This design comes from an exercise in tuning for small area and a short achievable clock period on the open sky130 flow, not from production work.
At most, simulation tests tie the RTL to the original design; equivalence was not proved.
Power is estimated from default activity; no workload was simulated.

the previous run:
// le_fpu
module le_fpu (
    input  wire        clk,
    input  wire        rst,         
    input  wire        in_valid,
    input  wire [31:0] in_insn,
    input  wire [31:0] in_a,        
    input  wire [31:0] in_b,        
    output reg         out_valid,
    output reg         out_fault,   
    output reg         out_wen,     
    output reg  [4:0]  out_rd,
    output reg  [31:0] out_data
);
Settings: LEC_CHECK=0, CAP_MARGIN=20, CORE_MARGIN=2, CORE_UTILIZATION=45, SLEW_MARGIN=20, SYNTH_HIERARCHICAL=1, SYNTH_MINIMUM_KEEP_SIZE=0; clock period 16.0 ns.
standard.sh (not shown) runs the stock make flow with config.mk's settings and CLKGATE_MAP_FILE= SYNTH_SCRIPT=/design/flow/synth_recipe.tcl, a recipe that flattens the netlist after the stock synthesis.
==> flow/flow/run.sh <==
#!/bin/bash
set -euo pipefail
export SETUP_SLACK_MARGIN=${SETUP_SLACK_MARGIN:-7.25}
export BUFFER_PORTS_ARGS="-buffer_cell sky130_fd_sc_hd__buf_2"
bash standard.sh > run.log 2>&1
What the current run does differently from the previous run at the input level:
-- flow/flow/run.sh --
<<< the previous run, line 3
export SETUP_SLACK_MARGIN=${SETUP_SLACK_MARGIN:-7.25}
>>> the current run, line 3
export SETUP_SLACK_MARGIN=${SETUP_SLACK_MARGIN:-7}
Findings:
Row count of non-CTS buffers in the layout: the current run lower / the previous run higher
The current run against the previous run: met1 layer usage reported by global route went down by 0.93 points; share of the final layout cell area in multi-input gates went up by 0.95 points; number of global-route vias before repair went down by 1.2%.
Function was not checked in any run of this note: the RTL went through the layout flow alone.

== run 1 ==
le_fpu, a different RTL version from the one above (not shown whole).
For scale: roughly 3,800 cells after synthesis, ~85 flip-flops, about 33,000 um2 of cells after synthesis.
clock: 16.0 ns
lec_check: 0
cap_margin: 20
core_margin: 2
core_utilization: 45
setup_slack_margin: 0.3
slew_margin: 20
synth_hierarchical: 1
synth_minimum_keep_size: 0
run.sh (not shown) runs the stock make flow with config.mk's settings and CLKGATE_MAP_FILE= SYNTH_SCRIPT=/design/flow/synth_recipe.tcl, a recipe that flattens the netlist after the stock synthesis.
Stock flow here: none of the scripts above is used.
Run 1: flow completed, timing, DRC and antenna clean
Inputs modified between run 1 and run 2:
- a change of SETUP_SLACK_MARGIN from 0.3 to 5
==> notes.md <==
Compared with run 1, cell area after layout in run 2 increased by a few percent.
Compared with run 1, run 2 shows number of standard cells in the final layout excluding fillers that has gone up slightly.
From run 1 to run 2 the numbers moved as follows: overall via count from detail_route increased by 140 relative to the old numbers; violation count after the first detailed-routing iteration grew by about 2.5%; global-route usage went up; sequential cell count essentially unchanged.
in2reg as the critical path class was reported by run 1, and reg2out by run 2.
Relative to run 1, filler cell count decreased by 0.56% in run 2.
Run 2 completed end to end with timing, DRC and antenna clean.
[run 2 vs run 1] area share of buffers outside the clock network: higher in run 2
The following lists how run 3 was set up differently from run 2:
- a deleted SETUP_SLACK_MARGIN that had been 5
==> flow/flow/run.sh (new file) <==
#!/bin/bash
set -euo pipefail
export SETUP_SLACK_MARGIN=${SETUP_SLACK_MARGIN:-6}
export BUFFER_PORTS_ARGS="-buffer_cell sky130_fd_sc_hd__buf_2"
bash standard.sh > run.log 2>&1
==> flow/standard.sh (new file) <==
#!/bin/bash
# synth_recipe.tcl (not shown) runs the flow's synth.tcl, then flattens the netlist and writes it again
# the make line also repeats each setting of config.mk as NAME=value (left out here)
make -C /OpenROAD-flow-scripts/flow DESIGN_CONFIG=/design/flow/config.mk WORK_HOME=/design/flow/orfs CLKGATE_MAP_FILE= SYNTH_SCRIPT=/design/flow/synth_recipe.tcl "${@:-finish}"
removed: flow/run.sh
--- outcome ---
- On met1 routed wirelength after detailed routing: run 3 sits above run 2.
- Run 3 vs. run 2: total met3 wirelength after detailed routing went down by 43 um.
- Setup slack after layout: run 3 and run 2 compared, higher one is run 3
- Power: run 3 draws more than run 2
- Utilization after layout was lower in the run labelled run 2.
Here is what was changed in the inputs of run 4 compared with run 3.
diff --git a/flow/flow/run.sh b/flow/flow/run.sh
--- a/flow/flow/run.sh
+++ b/flow/flow/run.sh
@@ -3 +3 @@
-export SETUP_SLACK_MARGIN=${SETUP_SLACK_MARGIN:-6}
+export SETUP_SLACK_MARGIN=${SETUP_SLACK_MARGIN:-5}
## What came out
Cell area after layout is lower on run 4
Going from run 3 to run 4, wire length per cell after detailed routing down 2.3%, post-CTS setup repair buffer count down 27.
#### Input delta (run 5 over run 4)
- a change of CORE_UTILIZATION from 45 to 60
## What came out
- Run 5: PASS, flow complete, no timing, DRC or antenna violations
- Run 5 against run 4: area growth from synthesis to layout now sits higher; sequential cell area now sits at about the same level; total wire length after detailed routing now sits higher.
Input changes introduced in run 6 (baseline for comparison: run 5):
- CORE_UTILIZATION changed from 60 to 45
diff --git a/flow/flow/run.sh b/flow/flow/run.sh
--- a/flow/flow/run.sh
+++ b/flow/flow/run.sh
@@ -3 +3 @@
-export SETUP_SLACK_MARGIN=${SETUP_SLACK_MARGIN:-5}
+export SETUP_SLACK_MARGIN=${SETUP_SLACK_MARGIN:-7}
Notes after the runs:
A critical path startpoint of in_a[28] is what run 6 shows, while in_a[30] belongs to run 5. The lower met3 track demand over resource of run 6 and run 5 is in run 6. Starting utilization of the core area delta for run 6 relative to run 5: 15 points lower. Going from run 5 to run 6, wire length the detailed router placed on met1 grew by a few percent. Relative to run 5, the per-cell via count in the routed design of run 6 is lower by 8.9%. Wire length after detailed routing (lower): run 5. Re setup slack: run 6 is 0.91 ns up on run 5. Diff run 5 -> run 6 | final-layout non-clock buffer area share | increase of 3.4 points.

JK:
le_fpu, a different RTL version from the one above (not shown whole).
Size in the first run: about 140 I/O pins, about 31000 sq um of cells after synthesis.
==> flow/config.mk <==
export PLATFORM = sky130hd
export DESIGN_NAME = le_fpu
export DESIGN_NICKNAME = le_fpu
export VERILOG_FILES = /design/flow/design.v
export SDC_FILE = /design/flow/constraint.sdc
export NUM_CORES = 4
export LEC_CHECK = 0
export CAP_MARGIN = 20
export CORE_MARGIN = 2
export CORE_UTILIZATION = 45
export SLEW_MARGIN = 20
export SYNTH_HIERARCHICAL = 1
export SYNTH_MINIMUM_KEEP_SIZE = 0
==> flow/constraint.sdc <==
create_clock -name core_clock -period 16.0 [get_ports {clk}]
set_input_delay 3.2000 -clock core_clock [delete_from_list [all_inputs] [get_ports {clk}]]
set_output_delay 3.2000 -clock core_clock [all_outputs]
set_load 0.01 [all_outputs]
standard.sh (not shown) runs the stock make flow with config.mk's settings and CLKGATE_MAP_FILE= SYNTH_SCRIPT=/design/flow/synth_recipe.tcl, a recipe that flattens the netlist after the stock synthesis.
==> flow/flow/run.sh <==
#!/bin/bash
set -euo pipefail
export SETUP_SLACK_MARGIN=${SETUP_SLACK_MARGIN:-6.5}
export BUFFER_PORTS_ARGS="-buffer_cell sky130_fd_sc_hd__buf_2"
bash standard.sh > run.log 2>&1
JK | stages: all done | timing, DRC, antenna: all pass
#### Input delta (MS over JK)
==> flow/flow/run.sh <==
#!/bin/bash
set -euo pipefail
export SETUP_SLACK_MARGIN=${SETUP_SLACK_MARGIN:-7}
export BUFFER_PORTS_ARGS="-buffer_cell sky130_fd_sc_hd__buf_2"
bash standard.sh > run.log 2>&1
### Flow results
MS vs JK, capture point of the critical path: r_val[19]$_DFF_P_ vs r_val[18]$_DFF_P_. Compared with JK, MS shows a count of non-filler cells in the finished layout that is 39 higher. JK -> MS: number of combinational gates with multiple inputs flat. MS ends up with a worst path setup slack after routing that is 0.20 ns higher than in JK. In terms of final weighted congestion in routability-driven placement, JK and MS differ only marginally. MS against JK: storage element area +about 0.5%; number of antenna repair diodes now sits lower. MS -> JK: share of total power in sequential cells flat. Design area in MS is 2.4% higher than in JK. As far as instance area after placement is concerned, MS and JK perform about the same.
Relative to MS, the following input files were edited for AL:
Settings: CORE_UTILIZATION changed from 45 to 40.
==> flow/flow/run.sh <==
#!/bin/bash
set -euo pipefail
export SETUP_SLACK_MARGIN=${SETUP_SLACK_MARGIN:-6.5}
export BUFFER_PORTS_ARGS="-buffer_cell sky130_fd_sc_hd__buf_2"
bash standard.sh > run.log 2>&1
==> notes.md <==
Vertical die dimension of AL exceeds that of MS by a few percent. Average routed wire per standard cell of AL is on par with MS. Min global-route met1 utilization across MS and AL: AL. On number of fill cells: AL sits above MS. Signed area change from the synthesized netlist to the final layout, MS and AL: higher on MS. Min wire length across MS and AL: MS. Fraction of standard cell area that is sequential of AL is on par with MS. Power: AL draws less than MS.

Another version of the RTL of le_fpu (not shown whole).
Size: ~3400 cells after synthesis.
clock: 16.0 ns
lec_check: 0
cap_margin: 20
core_margin: 2
core_utilization: 45
slew_margin: 20
synth_hierarchical: 1
synth_minimum_keep_size: 0
==> flow/flow/run.sh <==
#!/bin/bash
set -euo pipefail
export SETUP_SLACK_MARGIN=${SETUP_SLACK_MARGIN:-6}
export BUFFER_PORTS_ARGS="-buffer_cell sky130_fd_sc_hd__buf_2"
bash standard.sh > run.log 2>&1
The starting point completed with no timing, DRC or antenna violations.
==> next run, changes <==
==> flow/flow/run.sh (replaced) <==
#!/bin/bash
set -euo pipefail
export SETUP_SLACK_MARGIN=${SETUP_SLACK_MARGIN:-6.5}
export BUFFER_PORTS_ARGS="-buffer_cell sky130_fd_sc_hd__buf_2"
bash standard.sh > run.log 2>&1
Outcome: Final area came out higher by 4.3%; cell count climbs by 1.1%; fmax rose by 3.4%; via count grows by 2.6%; worst setup slack improved by 330 ps; critical path depth drops by 3.
No functional check of the RTL was part of any run of this note.

Setup of rev 12:
le_fpu, a different RTL version from the one above (not shown whole).
For scale: roughly 3500 cells after synthesis, ~140 I/O pins, ~31000 um^2 of cells after synthesis.
Settings: LEC_CHECK=0, CAP_MARGIN=20, CORE_MARGIN=2, CORE_UTILIZATION=45, SLEW_MARGIN=20, SYNTH_HIERARCHICAL=1, SYNTH_MINIMUM_KEEP_SIZE=0; clock period 16.0 ns.
==> flow/flow/run.sh <==
#!/bin/bash
set -euo pipefail
export SETUP_SLACK_MARGIN=${SETUP_SLACK_MARGIN:-7.5}
export BUFFER_PORTS_ARGS="-buffer_cell sky130_fd_sc_hd__buf_2"
bash standard.sh > run.log 2>&1
Rev 12 went all the way through the flow, and no timing, DRC or antenna check failed.
diff inputs: rev 12 => rev 13
-- flow/flow/run.sh --
<<< rev 12, line 3
export SETUP_SLACK_MARGIN=${SETUP_SLACK_MARGIN:-7.5}
>>> rev 13, line 3
export SETUP_SLACK_MARGIN=${SETUP_SLACK_MARGIN:-7}
[summary]
- Top achievable clock speed of rev 13 falls short of that of rev 12 by a few percent.
- Going from rev 12 to rev 13, overall power of the completed layout went down by 4.5%, number of global-route vias before repair went down by 787, share of total power in combinational logic went down by 0.2 points, required time of the worst setup path went up by 0.04 ns, clock buffer count in the final layout was more or less identical.
- Combined global-route utilization of all metal layers ended up 0.77 points lower on rev 13 than on rev 12.
- Against rev 12, rev 13 comes in about 2% lower on summed area of non-filler cells in the final layout.
- The flow did not stop early for rev 13: all stages ran, and the layout cleared the timing, design-rule and antenna checks.
No functional check of the RTL was part of any run of this note.

-- static timing again, ports no longer ideal --
In the flow no input, the clock included, has a driving cell. The finished layouts below were timed again as built, in two steps. Step 1: set_driving_cell puts a clkbuf_16 on clk and a buf_2 on each other input, an assumption about the parent block. Step 2, shift: input delay + t, output delay - t, t = (earliest + latest rising clock arrival at the registers) / 2. This alone moves slack from input paths to output paths. Slacks: no drivers / after step 1 / after step 2; pairs: no drivers / after step 1.
run	shift t [ns]	setup WS [ns]	worst setup path at the end	latest minus earliest clock arrival (ns)	worst slew at a driven data input, ns
the previous run	0.397	7.158 / 7.148 / 6.752	input to register	0.007 / 0.007	0.10
the current run	0.394	6.924 / 6.943 / 6.549	input to register	0.011 / 0.011	0.07
run 1	0.401	2.925 / 2.948 / 2.547	input to register	0.012 / 0.013	0.05
run 2	0.402	5.146 / 5.093 / 4.806	input to register	0.013 / 0.012	0.05
run 3	0.397	5.972 / 5.962 / 5.565	input to register	0.011 / 0.010	0.13
run 4	0.396	5.212 / 5.242 / 4.847	input to register	0.013 / 0.013	0.08
run 5	0.409	5.138 / 5.161 / 4.751	input to register	0.016 / 0.017	0.04
run 6	0.404	6.044 / 6.032 / 5.628	input to register	0.012 / 0.012	0.06
JK	0.379	6.603 / 6.606 / 6.228	input to register	0.011 / 0.011	0.07
MS	0.403	6.801 / 6.787 / 6.384	input to register	0.010 / 0.011	0.08
AL	0.430	6.534 / 6.564 / 6.134	input to register	0.020 / 0.021	0.06
the first run of note 4	0.390	5.982 / 5.987 / 5.597	input to register	0.016 / 0.016	0.07
the second run of note 4	0.390	6.312 / 6.290 / 5.901	input to register	0.018 / 0.017	0.09
rev 12	0.379	7.210 / 7.169 / 6.790	input to register	0.009 / 0.009	0.10
rev 13	0.395	6.944 / 6.912 / 6.517	input to register	0.008 / 0.008	0.15
After both steps every run listed still meets setup and hold. For rev 13, which loses most, drivers alone change the setup slack by -0.032 ns; drivers and shift together by -0.427 ns.
